This is an optimization exercise on Yosys and OpenROAD, whose aim is small area, not a production implementation. Only simulation tests tie the RTL to the original design; equivalence was not proved. The flow treats the clock pin as an ideal source, which a real chip does not have. Power and IR drop assume default switching activity.

==> flow/config.mk <==
export PLATFORM = sky130hd
export DESIGN_NAME = pwm_gen
export DESIGN_NICKNAME = pwm_gen
export VERILOG_FILES = /design/flow/design.v
export SDC_FILE = /design/flow/constraint.sdc
export NUM_CORES = 8
export LEC_CHECK = 0
export ABC_AREA = 1
export CAP_MARGIN = 40
export CORE_MARGIN = 2
export CORE_UTILIZATION = 55
export CTS_CLUSTER_DIAMETER = 80
export CTS_CLUSTER_SIZE = 24
export SLEW_MARGIN = 40
==> flow/standard.sh <==
#!/bin/bash
# synth_recipe.tcl (not shown) runs the flow's synth.tcl, then flattens the netlist and writes it again
# the make line also repeats each setting of config.mk as NAME=value (left out here)
make -C /OpenROAD-flow-scripts/flow DESIGN_CONFIG=/design/flow/config.mk WORK_HOME=/design/flow/orfs CLKGATE_MAP_FILE= SYNTH_SCRIPT=/design/flow/synth_recipe.tcl "${@:-finish}"
==> flow/flow/reopt.ys <==
# Area re-mapping of the standard synthesis netlist. Registers, full-adder cells
# and tie cells are kept as black boxes; everything else is mapped again.
read_liberty -ignore_miss_func @LIB@
read_verilog @IN@
hierarchy -top pwm_gen
setattr -mod -set keep_hierarchy 1 sky130_fd_sc_hd__dfxtp_1 sky130_fd_sc_hd__edfxtp_1 sky130_fd_sc_hd__fa_1 sky130_fd_sc_hd__conb_1 sky130_fd_sc_hd__maj3_1
flatten
blackbox sky130_fd_sc_hd__dfxtp_1 sky130_fd_sc_hd__edfxtp_1 sky130_fd_sc_hd__fa_1 sky130_fd_sc_hd__conb_1 sky130_fd_sc_hd__maj3_1
opt_clean
abc -liberty @LIB@ -dont_use sky130_fd_sc_hd__lpflow_bleeder_1 -dont_use sky130_fd_sc_hd__lpflow_clkbufkapwr_1 -dont_use sky130_fd_sc_hd__lpflow_clkbufkapwr_16 -dont_use sky130_fd_sc_hd__lpflow_clkbufkapwr_2 -dont_use sky130_fd_sc_hd__lpflow_clkbufkapwr_4 -dont_use sky130_fd_sc_hd__lpflow_clkbufkapwr_8 -dont_use sky130_fd_sc_hd__lpflow_clkinvkapwr_1 -dont_use sky130_fd_sc_hd__lpflow_clkinvkapwr_16 -dont_use sky130_fd_sc_hd__lpflow_clkinvkapwr_2 -dont_use sky130_fd_sc_hd__lpflow_clkinvkapwr_4 -dont_use sky130_fd_sc_hd__lpflow_clkinvkapwr_8 -dont_use sky130_fd_sc_hd__lpflow_decapkapwr_12 -dont_use sky130_fd_sc_hd__lpflow_decapkapwr_3 -dont_use sky130_fd_sc_hd__lpflow_decapkapwr_4 -dont_use sky130_fd_sc_hd__lpflow_decapkapwr_6 -dont_use sky130_fd_sc_hd__lpflow_decapkapwr_8 -dont_use sky130_fd_sc_hd__lpflow_inputiso0n_1 -dont_use sky130_fd_sc_hd__lpflow_inputiso0p_1 -dont_use sky130_fd_sc_hd__lpflow_inputiso1n_1 -dont_use sky130_fd_sc_hd__lpflow_inputiso1p_1 -dont_use sky130_fd_sc_hd__lpflow_inputisolatch_1 -dont_use sky130_fd_sc_hd__lpflow_isobufsrc_1 -dont_use sky130_fd_sc_hd__lpflow_isobufsrc_16 -dont_use sky130_fd_sc_hd__lpflow_isobufsrc_2 -dont_use sky130_fd_sc_hd__lpflow_isobufsrc_4 -dont_use sky130_fd_sc_hd__lpflow_isobufsrc_8 -dont_use sky130_fd_sc_hd__lpflow_isobufsrckapwr_16 -dont_use sky130_fd_sc_hd__lpflow_lsbuf_lh_hl_isowell_tap_1 -dont_use sky130_fd_sc_hd__lpflow_lsbuf_lh_hl_isowell_tap_2 -dont_use sky130_fd_sc_hd__lpflow_lsbuf_lh_hl_isowell_tap_4 -dont_use sky130_fd_sc_hd__lpflow_lsbuf_lh_isowell_4 -dont_use sky130_fd_sc_hd__lpflow_lsbuf_lh_isowell_tap_1 -dont_use sky130_fd_sc_hd__lpflow_lsbuf_lh_isowell_tap_2 -dont_use sky130_fd_sc_hd__lpflow_lsbuf_lh_isowell_tap_4 -dont_use sky130_fd_sc_hd__probe_p_8 -dont_use sky130_fd_sc_hd__probec_p_8  -script +strash;dc2;dch,-f;map,-a;mfs2;strash;dc2;dch,-f;map,-a;topo;dnsize
opt_clean
splitnets
opt_clean -purge
hilomap -singleton -hicell sky130_fd_sc_hd__conb_1 HI -locell sky130_fd_sc_hd__conb_1 LO
insbuf -buf sky130_fd_sc_hd__buf_4 A X
write_verilog -noattr -nohex -nodec @OUT@
stat -liberty @LIB@
==> flow/constraint.sdc <==
create_clock -name core_clock -period 30.0 [get_ports {clk}]
set_input_delay 6.0000 -clock core_clock [delete_from_list [all_inputs] [get_ports {clk}]]
set_output_delay 6.0000 -clock core_clock [all_outputs]
set_load 0.01 [all_outputs]
==> flow/flow/run.sh <==
#!/bin/bash
# Layout flow: the standard ORFS flow (standard.sh), with three changes:
#  1. After the standard synthesis (standard.sh, unchanged), the logic between
#     the registers and the full-adder cells is mapped again for area with
#     Yosys/ABC (flow/reopt.ys). Registers, full-adder cells and their
#     names stay exactly as the standard synthesis made them; only the
#     combinational gates around them are re-mapped.
#  2. The clock tree is built without dummy loads (clock_tree_synthesis
#     -dont_use_dummy_load); clustering as in config.mk.
#  3. The port buffers are sky130_fd_sc_hd__buf_2 (every port still gets one).
# Each tool's full output goes to a log file of its own in this folder:
# synth_flow.log, reopt.log, layout_flow.log (and ORFS's per-step logs).
set -euo pipefail
WORK="$PWD"
R="$WORK/orfs/results/sky130hd/pwm_gen/base"
export CTS_ARGS="-sink_clustering_enable -repair_clock_nets -dont_use_dummy_load -sink_clustering_size 24 -sink_clustering_max_diameter 80"
export BUFFER_PORTS_ARGS="-inputs -outputs -buffer_cell sky130_fd_sc_hd__buf_2"

# 1. standard synthesis
bash standard.sh "$R/1_2_yosys.v" > synth_flow.log 2>&1
cp "$R/1_2_yosys.v" "$WORK/standard_synth.v"

# 2. area re-mapping of the logic between registers and adder cells
YOSYS=yosys
if [[ -x "$FLOW_HOME/../tools/install/yosys/bin/yosys" ]]; then
  YOSYS="$FLOW_HOME/../tools/install/yosys/bin/yosys"
fi
LIB="$FLOW_HOME/platforms/sky130hd/lib/sky130_fd_sc_hd__tt_025C_1v80.lib"
sed -e "s#@LIB@#$LIB#g" -e "s#@IN@#$WORK/standard_synth.v#g" \
    -e "s#@OUT@#$WORK/reopt.v#g" flow/reopt.ys > reopt_run.ys
"$YOSYS" -s reopt_run.ys > reopt.log 2>&1
cp "$WORK/reopt.v" "$R/1_2_yosys.v"
touch "$R/1_2_yosys.v" "$R/1_2_yosys.sdc"

# 3. the rest of the standard flow, from the re-mapped netlist
bash standard.sh finish > layout_flow.log 2>&1
==> flow/design.v <==
module pwm_chan (
    input             clk,
    input             rst,
    input             key_load,
    input             wr,
    input             rd,
    input      [3:0]  regsel,
    input      [31:0] wdata,
    input      [15:0] fw_new,      
    input             fw_over,     
    output reg [31:0] rval,
    output     [15:0] o_cd,
    output     [15:0] o_sl,
    output     [23:0] o_per,
    output     [23:0] o_psh,
    output     [23:0] o_plt,
    output     [23:0] o_rise,
    output            o_late,
    input      [23:0] m1,
    input      [23:0] m2,
    input      [12:0] cfl,         
    input             dbg_halt,
    input             fence,
    input             inline_ok,
    input             flt_hold,
    input             flt_trip,
    input             g3_clear,
    input      [15:0] isense,
    input      [15:0] vsense,
    input             swn,
    input      [3:0]  ton_all,
    output reg        gh,
    output reg        gl,
    output reg        ton,
    output reg        fault_req
);
    localparam [3:0] R_CTRL = 4'h0, R_STATUS = 4'h1, R_PER = 4'h2, R_RISE = 4'h3,
                     R_FALL = 4'h4, R_DT = 4'h5, R_LIM = 4'h6, R_DUTY = 4'h7,
                     R_SLEW = 4'h8, R_SENSE = 4'h9, R_ILIM = 4'ha, R_VLIM = 4'hb,
                     R_COUNT = 4'hc, R_COUNT1 = 4'hd;
    function automatic [32:0] radd(input [31:0] a, input [31:0] b, input ci);
        integer i;
        reg c;
        reg [32:0] r;
        begin
            c = ci;
            for (i = 0; i < 32; i = i + 1) begin
                r[i] = a[i] ^ b[i] ^ c;
                c    = (a[i] & b[i]) | (a[i] & c) | (b[i] & c);
            end
            r[32] = c;
            radd  = r;
        end
    endfunction
    function automatic rge(input [31:0] a, input [31:0] b);
        integer i;
        reg c;
        begin
            c = 1'b1;
            for (i = 0; i < 32; i = i + 1)
                c = (a[i] & ~b[i]) | (a[i] & c) | (~b[i] & c);
            rge = c;
        end
    endfunction
    reg        arm, stretch, adapt;
    reg [1:0]  mode;
    reg [28:0] per_r, rise_r, fall_r;
    reg [7:0]  dt_rise, dt_fall, dt_margin, dt_last;
    reg [7:0]  n_dt_min, min_pulse;
    reg [1:0]  safe;
    reg [2:0]  blank_src;
    reg        blank_en;
    reg [15:0] max_duty, n_fw_max_duty, n_duty_slew;
    reg [9:0]  n_blank;
    reg [8:0]  filt;
    reg [15:0] i_lim, n_fw_i_lim, v_lim, n_fw_v_lim;
    wire [7:0]  dt_min      = ~n_dt_min;
    wire [15:0] fw_max_duty = ~n_fw_max_duty;
    wire [15:0] duty_slew   = ~n_duty_slew;
    wire [9:0]  blank       = ~n_blank;
    wire [15:0] fw_i_lim    = ~n_fw_i_lim;
    wire [15:0] fw_v_lim    = ~n_fw_v_lim;
    reg [15:0] short_cnt, late_cnt, swn_miss, g3_trips;
    reg        st_late, st_clamp, st_oc, st_ov, st_mref;
    reg [23:0] sh_p, sh_rise, alt_fall;
    reg [23:0] lt_p, lt_rise;
    reg        lt_v;
    reg [12:0] sh_fl, lt_fl;
    reg [23:0] a_sh, s_sh, a_lt, s_lt, b_acc;
    reg [2:0]  b_st;
    reg        running;
    reg [23:0] rem, tq, on_pend;
    reg [1:0]  phase;            
    reg        full_q, soft_q;
    reg [16:0] dstate;
    reg        g3_hold;
    wire hold   = ~arm | g3_hold | flt_hold | fence | ~inline_ok | dbg_halt | key_load;
    wire run_ok = ~hold;
    wire period_end = running && (rem == 24'd1);
    wire reload     = run_ok && (!running || period_end);
    wire commit     = wr && regsel == R_FALL;
    wire late       = running && (rem[23:3] == 21'd0) && !(rem[2] && rem[1]);
    wire xfer       = reload && lt_v;
    wire [23:0] P  = sh_p;
    wire [23:0] R  = sh_rise;
    wire [23:0] F  = lt_v ? alt_fall : fall_r[23:0];
    wire [1:0]  m  = (mode == 2'd3) ? 2'd0 : mode;
    wire        f_ge_p = sh_fl[0];
    wire        r_ge_p = sh_fl[1];
    wire        full   = (m == 2'd1) ? f_ge_p :
                         (m == 2'd2) ? sh_fl[2] : (r_ge_p || f_ge_p);
    wire        use_r  = (m == 2'd0) && !full;
    wire        use_f  = (m == 2'd2) && !full;
    wire [23:0] sub_a  = (full || m == 2'd2) ? P : F;
    wire [23:0] sub_b  = (R & {24{use_r}}) | (F & {24{use_f}});
    wire [32:0] sub_r  = radd({8'd0, sub_a}, {8'd0, ~sub_b}, 1'b1);
    wire [23:0] con    = sub_r[24] ? sub_r[23:0] : 24'd0;
    wire [23:0] cs     = R & {24{use_r}};
    wire [16:0] sl     = (duty_slew == 16'd0)    ? 17'd1 :
                         (duty_slew == 16'hffff) ? 17'h10000 : {1'b0, duty_slew};
    wire [32:0] dnx_r  = radd({15'd0, dstate}, {15'd0, sl}, 1'b0);
    wire [17:0] dnx    = dnx_r[17:0];       
    wire        dnx_full = dnx[17] | dnx[16];
    wire [16:0] dn     = !running ? sl : (dnx_full ? 17'h10000 : dnx[16:0]);
    wire [23:0] lim_a  = a_sh;
    wire [23:0] lim_b  = running ? b_acc : s_sh;
    wire        a_lt_c = !rge(lim_a, con);
    wire        b_lt_c = !rge(lim_b, con);
    wire [16:0] cd_d   = (fw_max_duty == 16'hffff) ? 17'h10000 : {1'b0, fw_max_duty};
    wire        a_lt_b = rge(dn, cd_d);
    wire [23:0] lim_cs = a_lt_b ? lim_a : lim_b;
    wire [23:0] on0    = (a_lt_c || b_lt_c) ? lim_cs : con;
    wire        clamp  = a_lt_c;
    wire        slew_cut = b_lt_c;
    wire [7:0]  dtr    = rge(dt_rise, dt_min) ? dt_rise : dt_min;
    wire [7:0]  dtf    = rge(dt_fall, dt_min) ? dt_fall : dt_min;
    wire [7:0]  mp1    = (min_pulse == 8'd0) ? 8'd1 : min_pulse;
    wire [32:0] st_r   = radd(dtr, mp1, 1'b0);
    wire [8:0]  st_on  = st_r[8:0];
    wire        on0_z  = (on0 == 24'd0);
    wire        is_short = !on0_z && !rge(on0, st_on);
    wire        st_le_p  = (P[23:9] != 15'd0) || rge(P[8:0], st_on);
    wire        st_le_rm = sh_fl[3] || rge(sh_fl[12:4], st_on);
    wire        can_stretch = stretch && rge(lim_cs, st_on) &&
                              (cs_z ? st_le_p : st_le_rm);
    wire [23:0] on_n   = !is_short ? on0 : (can_stretch ? {15'd0, st_on} : 24'd0);
    wire        on_z   = on0_z || (is_short && !can_stretch);
    wire        cs_z   = (m != 2'd0) || full || (R == 24'd0);
    wire H = phase[1];
    reg       h_q;
    reg [7:0] re_q, fe_q, xe_q;
    reg       xing_q, miss_q, fph_q;
    wire       h_rise  = H && !h_q;
    wire       h_fall  = !H && h_q;
    wire [32:0] re_inc = radd(re_q, 0, 1'b1);
    wire [32:0] fe_inc = radd(fe_q, 0, 1'b1);
    wire [7:0] re_cur  = h_rise ? 8'd0 : (re_inc[7:0] | {8{re_inc[8]}});
    wire [7:0] fe_cur  = h_fall ? 8'd0 : (fe_inc[7:0] | {8{fe_inc[8]}});
    wire       fph_cur  = h_fall ? 1'b1 : (H ? 1'b0 : fph_q);
    wire       adapt_en = adapt && fph_cur;
    wire       xing_prev = h_fall ? 1'b0 : xing_q;
    wire       miss_prev = h_fall ? 1'b0 : miss_q;
    wire       xing_new = adapt_en && !H && swn && !xing_prev && !miss_prev &&
                          !rge(fe_cur, dtf);
    wire       xing_cur = xing_prev || xing_new;
    wire [7:0] xe_cur   = xing_new ? fe_cur : xe_q;
    wire [32:0] xm_r    = radd(xe_cur, dt_margin, 1'b0);
    wire [8:0] xm       = xm_r[8:0];
    wire [7:0] xm_hi    = rge(dtf, xm) ? xm[7:0] : dtf;
    wire [7:0] tgt      = (adapt_en && xing_cur) ?
                          (rge(xm_hi, dt_min) ? xm_hi : dt_min) : dtf;
    wire       miss_new = adapt_en && !H && !xing_cur && !miss_prev && (fe_cur == dtf);
    wire gh_n = run_ok && H && rge(re_cur, dtr);
    wire gl_n = run_ok && !H && rge(fe_cur, tgt);
    wire        ci   = rge(isense[15:4], fw_i_lim[15:4]);
    wire        cv   = rge(vsense[15:4], fw_v_lim[15:4]);
    reg  [9:0] bc, ho;
    reg  [8:0] fci, fcv;
    wire [9:0] blank_eff = rge(10'd800, blank) ? blank : 10'd800;
    wire [8:0] filt_eff  = (filt == 9'd0) ? 9'd1 : (rge(9'd400, filt) ? filt : 9'd400);
    wire       src_ton   = !blank_src[2] && ton_all[blank_src[1:0]];
    wire       start_win = blank_en && src_ton && (bc == 10'd0) &&
                           (ho == 10'd0) && (blank_eff != 10'd0);
    wire       blanked   = start_win || (bc != 10'd0);
    wire [32:0] fci_r    = radd(fci, 0, 1'b1);
    wire [32:0] fcv_r    = radd(fcv, 0, 1'b1);
    wire       det_i     = ci && !blanked && (fci_r[8:0] == filt_eff);
    wire       det_v     = cv && !blanked && (fcv_r[8:0] == filt_eff);
    wire       trip      = det_i || det_v || flt_trip;
    wire       first_trip = trip && !g3_hold && !flt_hold;
    wire we_ctrl  = wr && regsel == R_CTRL;
    wire we_stat  = wr && regsel == R_STATUS;
    wire we_dt    = wr && regsel == R_DT;
    wire kl_we    = wr && key_load;
    wire we_duty  = wr && regsel == R_DUTY;
    wire we_ilim  = wr && regsel == R_ILIM;
    wire we_vlim  = wr && regsel == R_VLIM;
    wire we_slew  = kl_we && regsel == R_SLEW;
    wire rd_count  = rd && regsel == R_COUNT;
    wire rd_count1 = rd && regsel == R_COUNT1;
    wire [32:0] short_cnt_inc = radd(short_cnt, 0, 1'b1);
    wire [32:0] late_cnt_inc  = radd(late_cnt, 0, 1'b1);
    wire [32:0] swn_miss_inc  = radd(swn_miss, 0, 1'b1);
    wire [32:0] g3_trips_inc  = radd(g3_trips, 0, 1'b1);
    wire inc_short = reload && is_short;
    wire inc_late  = commit && late;
    wire inc_miss  = run_ok && miss_new;
    wire inc_trips = first_trip;
    assign o_cd  = fw_max_duty;
    assign o_sl  = duty_slew;
    assign o_per = per_r[23:0];
    assign o_psh = xfer ? lt_p : sh_p;
    assign o_plt = lt_p;
    assign o_rise = rise_r[23:0];
    assign o_late = late;
    wire commit_nl = commit && !late;
    wire xfer_g    = xfer && !rst;
    wire [23:0] p_new = (per_r[23:4] == 20'd0) ? 24'd16 : per_r[23:0];
    always @(posedge clk) begin
        if (rst || we_ctrl || dbg_halt) arm <= we_ctrl && wdata[0] && !dbg_halt;
        if (rst || we_ctrl) begin
            stretch <= wdata[3];
            adapt   <= wdata[4];
        end
        if (rst || (we_ctrl && !arm)) mode <= wdata[2:1];
        if (rst || (wr && regsel == R_PER))  per_r  <= wdata[28:0];
        if (rst || (wr && regsel == R_RISE)) rise_r <= wdata[28:0];
        if (rst || commit)                   fall_r <= wdata[28:0];
        if (rst || we_dt) begin
            dt_rise   <= wdata[7:0];
            dt_fall   <= wdata[15:8];
            dt_margin <= wdata[23:16];
        end
        if (rst || (kl_we && regsel == R_LIM)) begin
            n_dt_min  <= ~wdata[7:0];
            min_pulse <= wdata[15:8];
            safe      <= wdata[17:16];
            blank_src <= wdata[22:20];
            blank_en  <= wdata[23];
        end
        if (rst || (kl_we && regsel == R_DUTY))  max_duty  <= wdata[15:0];
        if (rst || we_slew)                      n_duty_slew <= ~wdata[15:0];
        if (rst || (kl_we && regsel == R_SENSE)) begin
            n_blank <= ~wdata[9:0];
            filt  <= wdata[24:16];
        end
        if (rst || (kl_we && regsel == R_ILIM))  i_lim <= wdata[15:0];
        if (rst || (kl_we && regsel == R_VLIM))  v_lim <= wdata[15:0];
        if (rst || we_duty) n_fw_max_duty <= ~fw_new;
        if (rst || we_ilim) n_fw_i_lim    <= ~fw_new;
        if (rst || we_vlim) n_fw_v_lim    <= ~fw_new;
        if (rst || commit_nl || we_duty || xfer)
            a_sh <= (commit_nl || we_duty || !xfer_g) ? m1 : a_lt;
        if (rst || commit_nl || we_slew || xfer)
            s_sh <= (commit_nl || we_slew || !xfer_g) ? (we_slew ? m1 : m2) : s_lt;
    end
    always @(posedge clk) begin
        if (rst) begin
            sh_p <= 24'd16; sh_rise <= 24'd0; lt_v <= 1'b0;
            sh_fl <= {9'd16, 4'b0100};
            dt_last <= 8'd0;
            short_cnt <= 16'd0; late_cnt <= 16'd0; swn_miss <= 16'd0; g3_trips <= 16'd0;
            st_late <= 1'b0; st_clamp <= 1'b0; st_oc <= 1'b0; st_ov <= 1'b0; st_mref <= 1'b0;
        end else begin
            if (commit_nl) begin
                sh_p    <= p_new;
                sh_rise <= rise_r[23:0];
                sh_fl   <= cfl;
                lt_v    <= 1'b0;
            end else if (xfer) begin
                sh_p    <= lt_p;
                sh_rise <= lt_rise;
                sh_fl   <= lt_fl;
                lt_v    <= commit;
            end else if (commit) begin
                lt_v    <= 1'b1;
            end
            if (run_ok) begin
                if (xing_new) dt_last <= fe_cur;
                else if (miss_new) dt_last <= 8'hff;
            end
            if (we_stat) begin
                if (wdata[2])  st_late  <= 1'b0;
                if (wdata[4])  st_clamp <= 1'b0;
                if (wdata[8])  st_oc    <= 1'b0;
                if (wdata[9])  st_ov    <= 1'b0;
                if (wdata[10]) st_mref  <= 1'b0;
            end
            if (inc_late) st_late <= 1'b1;
            if ((reload && clamp) || ((we_duty || we_ilim || we_vlim) && fw_over)) st_clamp <= 1'b1;
            if (det_i) st_oc <= 1'b1;
            if (det_v) st_ov <= 1'b1;
            if (we_ctrl && arm && wdata[2:1] != mode) st_mref <= 1'b1;
            if (rd_count) begin
                short_cnt <= {15'd0, inc_short};
                late_cnt  <= {15'd0, inc_late};
            end else begin
                if (inc_short && !short_cnt_inc[16]) short_cnt <= short_cnt_inc[15:0];
                if (inc_late  && !late_cnt_inc[16]) late_cnt  <= late_cnt_inc[15:0];
            end
            if (rd_count1) begin
                swn_miss <= {15'd0, inc_miss};
                g3_trips <= {15'd0, inc_trips};
            end else begin
                if (inc_miss  && !swn_miss_inc[16]) swn_miss <= swn_miss_inc[15:0];
                if (inc_trips && !g3_trips_inc[16]) g3_trips <= g3_trips_inc[15:0];
            end
        end
    end
    always @(posedge clk) begin
        if (commit && late) begin
            lt_p     <= p_new;
            lt_rise  <= rise_r[23:0];
            alt_fall <= (lt_v && !reload) ? alt_fall : fall_r[23:0];
            lt_fl    <= cfl;
            a_lt     <= m1;
            s_lt     <= m2;
        end else begin
            if (we_duty) a_lt <= m2;
            if (we_slew) s_lt <= m2;
        end
    end
    wire [3:0]  b_nib = (b_st[1:0] == 2'd0) ? dnx[3:0] :
                        (b_st[1:0] == 2'd1) ? dnx[7:4] :
                        (b_st[1:0] == 2'd2) ? dnx[11:8] : dnx[15:12];
    wire [32:0] b_s1  = radd({4'd0, b_acc}, {4'd0, sh_p & {24{b_nib[0]}}}, 1'b0);
    wire [32:0] b_s2  = radd(b_s1[27:0], {3'd0, sh_p & {24{b_nib[1]}}, 1'b0}, 1'b0);
    wire [32:0] b_s3  = radd(b_s2[27:0], {2'd0, sh_p & {24{b_nib[2]}}, 2'b0}, 1'b0);
    wire [32:0] b_s4  = radd(b_s3[27:0], {1'd0, sh_p & {24{b_nib[3]}}, 3'b0}, 1'b0);
    wire [27:0] b_sum = b_s4[27:0];
    always @(posedge clk) begin
        if (reload || (commit && !late)) begin
            b_st  <= 3'd0;
            b_acc <= 24'd0;
        end else if (!b_st[2]) begin
            b_st  <= dnx_full ? 3'd4 : b_st + 3'd1;
            b_acc <= dnx_full ? sh_p : b_sum[27:4];
        end
    end
    wire [32:0] rem_dec = radd(rem, 24'hffffff, 1'b0);
    wire [32:0] tq_dec  = radd(tq, 24'hffffff, 1'b0);
    wire [32:0] bc_dec  = radd(start_win ? blank_eff : bc, 10'h3ff, 1'b0);
    wire [32:0] ho_dec  = radd(ho, 10'h3ff, 1'b0);
    always @(posedge clk) begin
        if (hold) begin
            dstate  <= 17'd0;
            full_q  <= 1'b0;
            soft_q  <= 1'b0;
            phase   <= 2'd0;
        end else if (reload) begin
            rem     <= P;
            full_q  <= full;
            soft_q  <= slew_cut;
            dstate  <= dn;
            if (on_z) begin
                phase <= 2'd0;
            end else if (cs_z) begin
                phase <= 2'd2;
                tq    <= on_n;
            end else begin
                phase   <= 2'd1;
                tq      <= cs;
                on_pend <= on_n;
            end
        end else begin
            rem <= rem_dec[23:0];
            if (phase == 2'd1) begin
                if (tq == 24'd1) begin
                    phase <= 2'd2;
                    tq    <= on_pend;
                end else begin
                    tq    <= tq_dec[23:0];
                end
            end else if (phase == 2'd2) begin
                if (tq == 24'd1) phase <= 2'd0;
                else             tq    <= tq_dec[23:0];
            end
        end
        if (rst) phase <= 2'd0;
    end
    always @(posedge clk) begin
        if (rst) begin
            running <= 1'b0;
            gh <= 1'b0; gl <= 1'b0; ton <= 1'b0; fault_req <= 1'b0;
            bc <= 10'd0; ho <= 10'd0; fci <= 9'd0; fcv <= 9'd0; g3_hold <= 1'b0;
        end else begin
            if (hold)        running <= 1'b0;
            else if (reload) running <= 1'b1;
            gh  <= gh_n;
            gl  <= gl_n;
            ton <= (gh_n && !gh) || (gl_n && !gl);
            fault_req <= first_trip;
            if (start_win) begin
                bc <= bc_dec[9:0];
                if (blank_eff == 10'd1) ho <= 10'd800;
            end else if (bc != 10'd0) begin
                bc <= bc_dec[9:0];
                if (bc == 10'd1) ho <= 10'd800;
            end else if (ho != 10'd0) begin
                ho <= ho_dec[9:0];
            end
            if (ci && !blanked) begin
                if (fci != filt_eff) fci <= fci_r[8:0];
            end else begin
                fci <= 9'd0;
            end
            if (cv && !blanked) begin
                if (fcv != filt_eff) fcv <= fcv_r[8:0];
            end else begin
                fcv <= 9'd0;
            end
            if (det_i || det_v) g3_hold <= 1'b1;
            else if (g3_clear) g3_hold <= 1'b0;
        end
    end
    always @(posedge clk) begin
        if (hold) begin
            h_q <= 1'b0; re_q <= 8'd0; fe_q <= 8'd0; xe_q <= 8'd0;
            xing_q <= 1'b0; miss_q <= 1'b0; fph_q <= 1'b0;
        end else begin
            h_q    <= H;
            re_q   <= re_cur;
            fe_q   <= fe_cur;
            xe_q   <= xe_cur;
            xing_q <= xing_cur;
            miss_q <= miss_prev || miss_new;
            fph_q  <= fph_cur;
        end
    end
    wire [1:0] state = !arm ? 2'd0 : (hold ? 2'd1 : ((running && soft_q) ? 2'd2 : 2'd3));
    wire       h_g3  = g3_hold || flt_hold;
    always @(*) begin
        case (regsel)
            R_CTRL:   rval = {27'd0, adapt, stretch, mode, arm};
            R_STATUS: rval = {21'd0, st_mref, st_ov, st_oc,
                              !inline_ok, fence, h_g3,
                              st_clamp, running && full_q, st_late, state};
            R_PER:    rval = {3'd0, per_r};
            R_RISE:   rval = {3'd0, rise_r};
            R_FALL:   rval = {3'd0, fall_r};
            R_DT:     rval = {dt_last, dt_margin, dt_fall, dt_rise};
            R_LIM:    rval = {8'd0, blank_en, blank_src, 2'd0, safe, min_pulse, dt_min};
            R_DUTY:   rval = {fw_max_duty, max_duty};
            R_SLEW:   rval = {16'd0, duty_slew};
            R_SENSE:  rval = {7'd0, filt, 6'd0, blank};
            R_ILIM:   rval = {fw_i_lim, i_lim};
            R_VLIM:   rval = {fw_v_lim, v_lim};
            R_COUNT:  rval = {late_cnt, short_cnt};
            R_COUNT1: rval = {g3_trips, swn_miss};
            default:  rval = 32'd0;
        endcase
    end
endmodule
module pwm_gen (
    input             clk,
    input             rst,
    input             key_load,      
    input             wr,
    input             rd,
    input      [9:0]  addr,
    input      [31:0] wdata,
    output reg [31:0] rdata,         
    input             dbg_halt,
    input      [3:0]  fence,
    input      [3:0]  inline_ok,
    input      [3:0]  g3_clear,
    input      [63:0] isense,        
    input      [63:0] vsense,
    input      [3:0]  swn,
    input      [3:0]  flt_in,
    output     [3:0]  gh,
    output     [3:0]  gl,
    output     [3:0]  fault_req
);
    function automatic [32:0] radd(input [31:0] a, input [31:0] b, input ci);
        integer i;
        reg c;
        reg [32:0] r;
        begin
            c = ci;
            for (i = 0; i < 32; i = i + 1) begin
                r[i] = a[i] ^ b[i] ^ c;
                c    = (a[i] & b[i]) | (a[i] & c) | (b[i] & c);
            end
            r[32] = c;
            radd  = r;
        end
    endfunction
    function automatic rge(input [31:0] a, input [31:0] b);
        integer i;
        reg c;
        begin
            c = 1'b1;
            for (i = 0; i < 32; i = i + 1)
                c = (a[i] & ~b[i]) | (a[i] & c) | (~b[i] & c);
            rge = c;
        end
    endfunction
    function automatic [47:0] mulcs(input [15:0] x, input [23:0] y);
        integer i, j;
        reg [40:0] sv, cv, nsv, ncv;
        reg pp, a, b;
        begin
            sv = {17'd0, y & {24{x[0]}}};
            cv = 41'd0;
            for (i = 1; i < 16; i = i + 1) begin
                nsv = sv;
                ncv = 41'd0;
                for (j = i; j < i + 24; j = j + 1) begin
                    pp = y[j-i] & x[i];
                    a  = sv[j];
                    b  = cv[j];
                    nsv[j]   = a ^ b ^ pp;
                    ncv[j+1] = (a & b) | (a & pp) | (b & pp);
                end
                sv = nsv;
                cv = ncv;
            end
            mulcs = {cv[39:16], sv[39:16]};
        end
    endfunction
    wire       in_chan = (addr[9:8] == 2'b00);
    wire [2:0] ch      = addr[8:6];
    wire [3:0] regsel  = addr[5:2];
    wire       g_map   = (addr[9:2] == 8'h80);
    wire       g_flt   = (addr[9:2] == 8'h81);
    wire       g_glob  = (addr[9:2] == 8'h82);
    reg [15:0] flt_map;      
    reg [3:0]  pol, act, latch;
    reg [4:0]  fcnt [0:3];
    reg [15:0] flt_events;
    reg        dbg_safe;
    reg [3:0]  act_n, activ;
    integer i;
    always @(*) begin
        for (i = 0; i < 4; i = i + 1) begin
            act_n[i] = act[i];
            if ((flt_in[i] == pol[i]) != act[i] && fcnt[i] == 5'd31)
                act_n[i] = ~act[i];
            activ[i] = act_n[i] && !act[i];
        end
    end
    wire [2:0] n_activ = {2'd0, activ[0]} + {2'd0, activ[1]} +
                         {2'd0, activ[2]} + {2'd0, activ[3]};
    wire [32:0] ev_r   = radd(flt_events, n_activ, 1'b0);
    wire [16:0] ev_sum = ev_r[16:0];
    wire        rd_flt = rd && g_flt;
    always @(posedge clk) begin
        if (rst) begin
            flt_map <= 16'd0; pol <= 4'd0; act <= 4'd0; latch <= 4'd0;
            flt_events <= 16'd0; dbg_safe <= 1'b0;
            for (i = 0; i < 4; i = i + 1) fcnt[i] <= 5'd0;
        end else begin
            for (i = 0; i < 4; i = i + 1) begin
                if ((flt_in[i] == pol[i]) != act[i] && fcnt[i] != 5'd31)
                    fcnt[i] <= fcnt[i] + 5'd1;
                else
                    fcnt[i] <= 5'd0;
            end
            act <= act_n;
            if (wr && key_load && g_map)
                flt_map <= {wdata[27:24], wdata[19:16], wdata[11:8], wdata[3:0]};
            if (wr && key_load && g_flt) pol <= wdata[3:0];
            latch <= (wr && g_flt) ? ((latch & ~(wdata[11:8] & ~act)) | activ)
                                   : (latch | activ);
            if (rd_flt)
                flt_events <= {13'd0, n_activ};
            else
                flt_events <= ev_sum[16] ? 16'hffff : ev_sum[15:0];
            if (wr && g_glob && wdata[3]) dbg_safe <= 1'b0;
            if (dbg_halt) dbg_safe <= 1'b1;
        end
    end
    wire [3:0] fhold_src = latch | act;
    reg  [3:0] flt_hold, flt_trip;
    always @(*) begin
        flt_hold = 4'd0;
        flt_trip = 4'd0;
        for (i = 0; i < 4; i = i + 1) begin
            if (fhold_src[i]) flt_hold = flt_hold | flt_map[4*i +: 4];
            if (activ[i])     flt_trip = flt_trip | flt_map[4*i +: 4];
        end
    end
    wire [31:0] rval [0:3];
    wire [1:0]  w      = ch[1:0];
    wire        cw     = wr && in_chan;
    wire        is_commit = cw && regsel == 4'h4;
    wire        is_duty   = cw && regsel == 4'h7;
    wire [15:0] o_cd   [0:3];
    wire [15:0] o_sl   [0:3];
    wire [23:0] o_per  [0:3];
    wire [23:0] o_psh  [0:3];
    wire [23:0] o_plt  [0:3];
    wire [23:0] o_rise [0:3];
    wire [3:0]  o_late;
    wire [31:0] rval_w  = rval[w];
    wire [15:0] hard_w  = key_load ? wdata[15:0] : rval_w[15:0];
    wire        fw_over = (wdata[31:16] > hard_w);
    wire [15:0] fw_new  = fw_over ? hard_w : wdata[31:16];
    wire [15:0] sl_w    = o_sl[w];
    wire [15:0] sl_wm   = (sl_w == 16'd0) ? 16'd1 : sl_w;
    wire [15:0] sl_d    = (wdata[15:0] == 16'd0) ? 16'd1 : wdata[15:0];
    wire [23:0] per_w   = o_per[w];
    wire [23:0] p_new   = (per_w[23:4] == 20'd0) ? 24'd16 : per_w;
    wire [15:0] x1 = is_commit ? o_cd[w] : (is_duty ? fw_new : sl_d);
    wire [15:0] x2 = is_commit ? sl_wm   : (is_duty ? fw_new : sl_d);
    wire [23:0] y1 = is_commit ? p_new : o_psh[w];
    wire [23:0] y2 = is_commit ? p_new : o_plt[w];
    wire [23:0] rise_w  = o_rise[w];
    wire [23:0] fall_w  = wdata[23:0];
    wire [32:0] room_r  = radd(p_new, ~rise_w & 24'hffffff, 1'b1);
    wire [24:0] room    = {~room_r[24], room_r[23:0]};
    wire [12:0] cfl     = {room[8:0], room[23:9] != 15'd0, fall_w == 24'd0,
                           room[24] || room[23:0] == 24'd0, rge(fall_w, p_new)};
    wire [47:0] cs1 = mulcs(x1, y1);
    wire [47:0] cs2 = mulcs(x2, y2);
    wire [23:0] pr1 = cs1[47:24] + cs1[23:0];
    wire [23:0] pr2 = cs2[47:24] + cs2[23:0];
    wire [23:0] m1 = rst ? 24'd0 : ((x1 == 16'hffff) ? y1 : pr1);
    wire [23:0] m2 = rst ? 24'd0 : ((x2 == 16'hffff) ? y2 : pr2);
    wire [31:0] wdm    = rst ? 32'd0 : wdata;
    wire [15:0] fw_nm  = rst ? 16'd0 : fw_new;
    wire [3:0]  ton;
    genvar k;
    generate
        for (k = 0; k < 4; k = k + 1) begin : g_ch
            pwm_chan u_ch (
                .clk       (clk),
                .rst       (rst),
                .key_load  (key_load),
                .wr        (cw && w == k),
                .rd        (rd && in_chan && w == k),
                .regsel    (regsel),
                .wdata     (wdm),
                .fw_new    (fw_nm),
                .fw_over   (fw_over),
                .rval      (rval[k]),
                .o_cd      (o_cd[k]),
                .o_sl      (o_sl[k]),
                .o_per     (o_per[k]),
                .o_psh     (o_psh[k]),
                .o_plt     (o_plt[k]),
                .o_rise    (o_rise[k]),
                .cfl       (cfl),
                .o_late    (o_late[k]),
                .m1        (m1),
                .m2        (m2),
                .dbg_halt  (dbg_halt),
                .fence     (fence[k]),
                .inline_ok (inline_ok[k]),
                .flt_hold  (flt_hold[k]),
                .flt_trip  (flt_trip[k]),
                .g3_clear  (g3_clear[k]),
                .isense    (isense[16*k +: 16]),
                .vsense    (vsense[16*k +: 16]),
                .swn       (swn[k]),
                .ton_all   (ton),
                .gh        (gh[k]),
                .gl        (gl[k]),
                .ton       (ton[k]),
                .fault_req (fault_req[k])
            );
        end
    endgenerate
    always @(posedge clk) begin
        if (rst) begin
            rdata <= 32'd0;
        end else if (rd) begin
            if (in_chan)
                rdata <= (regsel <= 4'hd) ? rval_w : 32'd0;
            else if (g_map)
                rdata <= {4'd0, flt_map[15:12], 4'd0, flt_map[11:8], 4'd0, flt_map[7:4], 4'd0, flt_map[3:0]};
            else if (g_flt)
                rdata <= {flt_events, 4'd0, latch, act, pol};
            else if (g_glob)
                rdata <= {28'd0, dbg_safe, 3'd0};
            else
                rdata <= 32'd0;
        end
    end
endmodule
==> impl_metrics.tcl, run 1 <==
set metrics [dict create \
    grt_pass1_wl_um 1290000 \
    hold_end "g_ch[1].u_ch.lt_p[14]$_DFFE_PP_" \
    design_area_um2 205000 \
    syn-num-nets 21812 \
    worst_hold_slack_ns 0.380 \
    clk_latency_ns 1.09 \
    dpl.hpwl_um 726000 \
    dieArea_um2 345000 \
    initial_core_util_pct 55.2 \
    synth_area_per_cell_um2 9.19 \
    core_area_um2 340000 \
    clock_sinks 3221 \
    ir_drop_v 0.00104 \
    area_delta_synth_final_pct 9.47 \
    leakage_nw 65.4 \
    route.vias.total 181862 \
    crit_buf_inv 9 \
    port_buffers 205 \
    clkPwrFrac_pct 9.8 \
    grt_pass1_vias 161437 \
    path_max_fanout 22 \
    p_comb_share_pct 63.7 \
    layout_commonest_cell "nand2_1" \
    reg2reg_slack_ns 7.65 \
    die_w_um 588 \
    cp_common_cell "fa_1" \
    synth_area_um2 187000 \
    antenna_left 0 \
    drc 0 \
    post-place-ws_ns 2.62 \
    cp_top_family "adder cells" \
    worstSetupPathType "input port to flop" \
    setup_viol_count_final 0 \
    num_io_pins 240 \
    ctsHoldBuffers 0 \
    layout-drive-gt1-share_pct 6.61 \
    setup_ws_ns 2.98 \
    r2r_end "g_ch[2].u_ch.s_sh[22]$_DFFE_PP_" \
    clk_pin_slew_worst_paths_ns 0.10 \
    required_ns 30.77 \
    rows 214 \
    cap_violations 0 \
    placed_cells 25644 \
    drt_first_iter_violations 34003 \
    p_per_area_nw_per_um2 132 \
    worst_pin_slew_ns 1.09 \
    seq_power_share_pct 26.5 \
    finClkSkew_ns 0.166 \
    crit_path_start_kind "input port" \
    routedWlPerCell_um 36.6 \
    min_from "g_ch[1].u_ch.per_r[14]$_DFFE_PP_" \
    end_kind "flop" \
    max-slew-margin-rel_pct 27.4 \
    place_congestion 1.17 \
    cts-resized-gates 0 \
    cp.arrival_ns 27.79 \
    hold_viol 0 \
    cts_buffers 183 \
    max_freq_ghz 0.0370 \
    slowest_stage "clkinv_1" \
    placed_cell_area_um2 200000 \
    hp-class "flop to flop" \
    via_per_inst 6.99 \
    wl_um 954000 \
    top_regs "g_ch.u_ch.fall_r (116), g_ch.u_ch.per_r (116), g_ch.u_ch.rise_r (116)" \
    final_nets 22733 \
    slowest_delay_ns 0.93 \
    ff2ff_path_depth 75 \
    die_y_um 588 \
    final_cells 26030 \
    p_sw_w 0.0140 \
    status "complete, no violations" \
    p_int_w 0.0131 \
    grt_max_degree 94 \
    slew_viol_final 0 \
    rsz0062_at_grt "false" \
    synth_warnings 4 \
    syn_inst 20392 \
    post-cts-setup-buffers 0 \
    tns_ns 0 \
    cts_tree "done" \
    dr.pass1.iters 12 \
    grt-ovfl-total 0 \
    final_cell_mix "nand2_1 (3,182), clkinv_1 (2,858), nor2_1 (2,503)" \
    min_period_over_period_pct 90.1 \
    grtUsageTotal_pct 54.1 \
    final.min_clock_period_ns 27.02 \
    antenna_found_initial 121 \
    hold_depth 0 \
    switching_share_pct 51.8 \
]
## worst max-delay path by stage
stage / startpoint / end / slack, ns / cells past startpoint
after floorplan: addr[4] / g_ch[0].u_ch.a_lt[20]$_DFFE_PP_ / 2.66 / 72
after global placement: addr[2] / g_ch[2].u_ch.s_sh[22]$_DFFE_PP_ / 2.69 / 68
after detailed placement: addr[2] / g_ch[2].u_ch.s_sh[20]$_DFFE_PP_ / 2.62 / 68
after CTS: addr[2] / g_ch[2].u_ch.s_sh[20]$_DFFE_PP_ / 3.51 / 68
after global routing: addr[2] / g_ch[2].u_ch.s_sh[22]$_DFFE_PP_ / 2.58 / 71
final: addr[2] / g_ch[2].u_ch.s_sh[22]$_DFFE_PP_ / 2.98 / 75
## power by group through the flow
stage               registers, W  clock network, W  logic, W
CTS                      0.00713           0.00260    0.0165
finish                   0.00717           0.00266    0.0173
floorplan                0.00705                 0   0.00940
detailed placement       0.00723                 0    0.0164
global placement         0.00723                 0    0.0161
global route             0.00717           0.00273    0.0182
## metal layers
metal	up-vias	wire (µm)	track usage, %	part of all wire, %
li1	73986	-	-	-
met1	86691	317000	65.6	33
met2	16831	361000	70.4	38
met3	4286	166000	27.1	17
met4	68	108000	46.7	11
met5	-	1580	1.96	0.17
## through the flow
stage / total power, W / util [%]
finish: 0.0271 / 60.4
floorplan: 0.0164 / -
global route: 0.0281 / 60.3
CTS: 0.0263 / 60.2
global placement: 0.0233 / 58.5
detailed placement: 0.0236 / 58.8
## cell type report
class / count / area (µm²)
fill: 30081 / 134000
multi-input combinational: 14211 / 92300
sequential: 3221 / 85400
inverter: 2916 / 11000
timing repair buffer: 780 / 5700
tap: 4536 / 5680
clock buffer: 183 / 4580
antenna: 183 / 458
## worst reg2reg max path, delay by kind of cell (launching register included)
kind	cells	cell delay [ns]
AO/OA/AOI/OAI	26	5.71
flip-flops	1	0.41
AND/OR/NAND/NOR	25	4.98
adder cells (fa/ha/maj)	15	7.67
buffers and inverters	8	3.18
XOR/XNOR	1	0.18
==> run 2: changes to the inputs <==
--- a/flow/flow/run.sh
+++ b/flow/flow/run.sh
@@ -13,7 +13,7 @@
 set -euo pipefail
 WORK="$PWD"
 R="$WORK/orfs/results/sky130hd/pwm_gen/base"
-export CTS_ARGS="-sink_clustering_enable -repair_clock_nets -dont_use_dummy_load -sink_clustering_size 24 -sink_clustering_max_diameter 80"
+export CTS_ARGS="-sink_clustering_enable -repair_clock_nets -dont_use_dummy_load -sink_clustering_size 26 -sink_clustering_max_diameter 70"
 export BUFFER_PORTS_ARGS="-inputs -outputs -buffer_cell sky130_fd_sc_hd__buf_2"
 
 # 1. standard synthesis
==> flow/config.mk (replaced) <==
export PLATFORM = sky130hd
export DESIGN_NAME = pwm_gen
export DESIGN_NICKNAME = pwm_gen
export VERILOG_FILES = /design/flow/design.v
export SDC_FILE = /design/flow/constraint.sdc
export NUM_CORES = 8
export LEC_CHECK = 0
export ABC_AREA = 1
export CAP_MARGIN = 30
export CORE_MARGIN = 2
export CORE_UTILIZATION = 55
export CTS_CLUSTER_DIAMETER = 70
export CTS_CLUSTER_SIZE = 26
export SLEW_MARGIN = 30
==> impl_metrics.tcl, run 2 <==
set metrics [dict create \
    status "complete, no violations" \
    die_y_um 588 \
    leakage_nw 65.4 \
    reg2reg_slack_ns 7.75 \
    cts_tree "done" \
    cp_common_cell "fa_1" \
    setup_viol_count_final 0 \
    design_area_um2 205000 \
    routedWlPerCell_um 36.7 \
    seq_power_share_pct 26.5 \
    antenna_found_initial 111 \
    ff2ff_path_depth 75 \
    drt_first_iter_violations 34786 \
    route.vias.total 181518 \
    grtUsageTotal_pct 54.0 \
    cap_violations 0 \
    worst_pin_slew_ns 1.32 \
    via_per_inst 6.98 \
    final_cell_mix "nand2_1 (3,189), clkinv_1 (2,878), nor2_1 (2,508)" \
    max-slew-margin-rel_pct 10.9 \
    grt_pass1_wl_um 1290000 \
    dr.pass1.iters 13 \
    final_cells 25988 \
    ir_drop_v 0.000875 \
    clkPwrFrac_pct 10.3 \
    grt_pass1_vias 161893 \
    p_per_area_nw_per_um2 132 \
    crit_path_start_kind "input port" \
    hold_depth 1 \
    syn-num-nets 21812 \
    clock_sinks 3221 \
    cp_top_family "adder cells" \
    min_period_over_period_pct 92.3 \
    hp-class "flop to flop" \
    place_congestion 1.17 \
    placed_cells 25626 \
    dieArea_um2 345000 \
    port_buffers 205 \
    switching_share_pct 51.6 \
    r2r_end "g_ch[2].u_ch.s_sh[22]$_DFFE_PP_" \
    synth_warnings 4 \
    dpl.hpwl_um 726000 \
    grt_max_degree 94 \
    rows 214 \
    grt-ovfl-total 0 \
    core_area_um2 340000 \
    num_io_pins 240 \
    path_max_fanout 22 \
    clk_latency_ns 1.13 \
    initial_core_util_pct 55.2 \
    required_ns 30.81 \
    hold_viol 0 \
    end_kind "flop" \
    p_sw_w 0.0140 \
    synth_area_per_cell_um2 9.19 \
    ctsHoldBuffers 0 \
    clk_pin_slew_worst_paths_ns 0.09 \
    hold_end "fcnt[1][0]$_SDFF_PP0_" \
    final.min_clock_period_ns 27.70 \
    synth_area_um2 187000 \
    tns_ns 0 \
    p_int_w 0.0131 \
    layout_commonest_cell "nand2_1" \
    die_w_um 588 \
    antenna_left 0 \
    finClkSkew_ns 0.180 \
    worstSetupPathType "input port to flop" \
    min_from "fcnt[1][0]$_SDFF_PP0_" \
    crit_buf_inv 8 \
    area_delta_synth_final_pct 9.40 \
    syn_inst 20392 \
    top_regs "g_ch.u_ch.fall_r (116), g_ch.u_ch.per_r (116), g_ch.u_ch.rise_r (116)" \
    max_freq_ghz 0.0361 \
    slowest_stage "nor2_4" \
    rsz0062_at_grt "false" \
    drc 0 \
    final_nets 22729 \
    cts-resized-gates 0 \
    p_comb_share_pct 63.3 \
    cts_buffers 202 \
    cp.arrival_ns 28.51 \
    placed_cell_area_um2 199000 \
    wl_um 954000 \
    slowest_delay_ns 0.95 \
    slew_viol_final 0 \
    final_core_util_pct 60.4 \
    layout-drive-gt1-share_pct 6.29 \
    post-cts-setup-buffers 0 \
]
-- run 2: area by class of cell --
| type | instances | area [µm²] |
|---|---|---|
| multi-input combinational | 14211 | 92000 |
| inverter | 2916 | 11000 |
| clock buffer | 202 | 5050 |
| fill | 30188 | 135000 |
| sequential | 3221 | 85400 |
| tap | 4536 | 5680 |
| timing repair buffer | 757 | 5500 |
| antenna | 145 | 363 |
-- run 2: worst max-delay path by stage --
stage / end / slack, ns / cells after the start / start
2_1_floorplan: g_ch[0].u_ch.a_lt[20]$_DFFE_PP_ / 2.66 / 72 / addr[4]
3_5_place_dp: g_ch[2].u_ch.s_sh[22]$_DFFE_PP_ / 2.69 / 68 / addr[2]
5_1_grt: g_ch[2].u_ch.s_sh[20]$_DFFE_PP_ / 1.94 / 68 / addr[2]
4_1_cts: g_ch[2].u_ch.s_sh[20]$_DFFE_PP_ / 3.57 / 68 / addr[2]
3_3_place_gp: g_ch[2].u_ch.s_sh[22]$_DFFE_PP_ / 2.69 / 68 / addr[2]
6_report: g_ch[2].u_ch.s_sh[22]$_DFFE_PP_ / 2.30 / 68 / addr[2]
-- run 2: through the flow --
step	total power, W	hold slack, ns	setup WS (ns)
CTS	0.0264	0.439	3.57
global route	0.0281	0.464	1.94
detailed placement	0.0236	0.428	2.69
finish	0.0271	0.438	2.30
floorplan	0.0164	0.413	2.66
global placement	0.0233	0.423	2.69
-- run 2: routing by layer --
layer  routed length [µm]  track usage [%]
met1               318000             65.5
met2               362000             70.5
met3               166000             26.7
met4               106000             46.6
met5                 1900             1.60
-- run 2: power groups by stage --
stage                     Combinational (W)  Sequential [W]  Clock [W]
after floorplan                     0.00940         0.00705          0
after global placement               0.0161         0.00723          0
after detailed placement             0.0164         0.00723          0
after CTS                            0.0165         0.00713    0.00272
after global routing                 0.0180         0.00717    0.00286
final                                0.0172         0.00717    0.00279

## port drivers added, routing unchanged
How much do the figures lean on ideal ports? The routed layouts below were timed once more, with nothing changed but the port constraints.
Step 1, drivers: a clkbuf_16 drives clk and a buf_2 each remaining input, both assumed.
Step 2 moves the port delays by t, midway between the first and last clock arrival at a register: inputs arrive t later, outputs are due t later. That takes back most of the time a late clock gives input paths.
Slacks: no drivers / after step 1 / after step 2; pairs: no drivers / after step 1.
run | shift t [ns] | slack for setup (ns) | worst register clock-pin slew, ns
run 1 | 1.136 | 2.982 / 2.928 / 1.792 | 0.11 / 0.11
run 2 | 1.163 | 2.301 / 2.238 / 1.075 | 0.12 / 0.12
After both steps setup and hold are still met in every run listed. The setup slack of run 2, which loses most, moves by -0.063 ns with the drivers and by -1.226 ns with both steps.
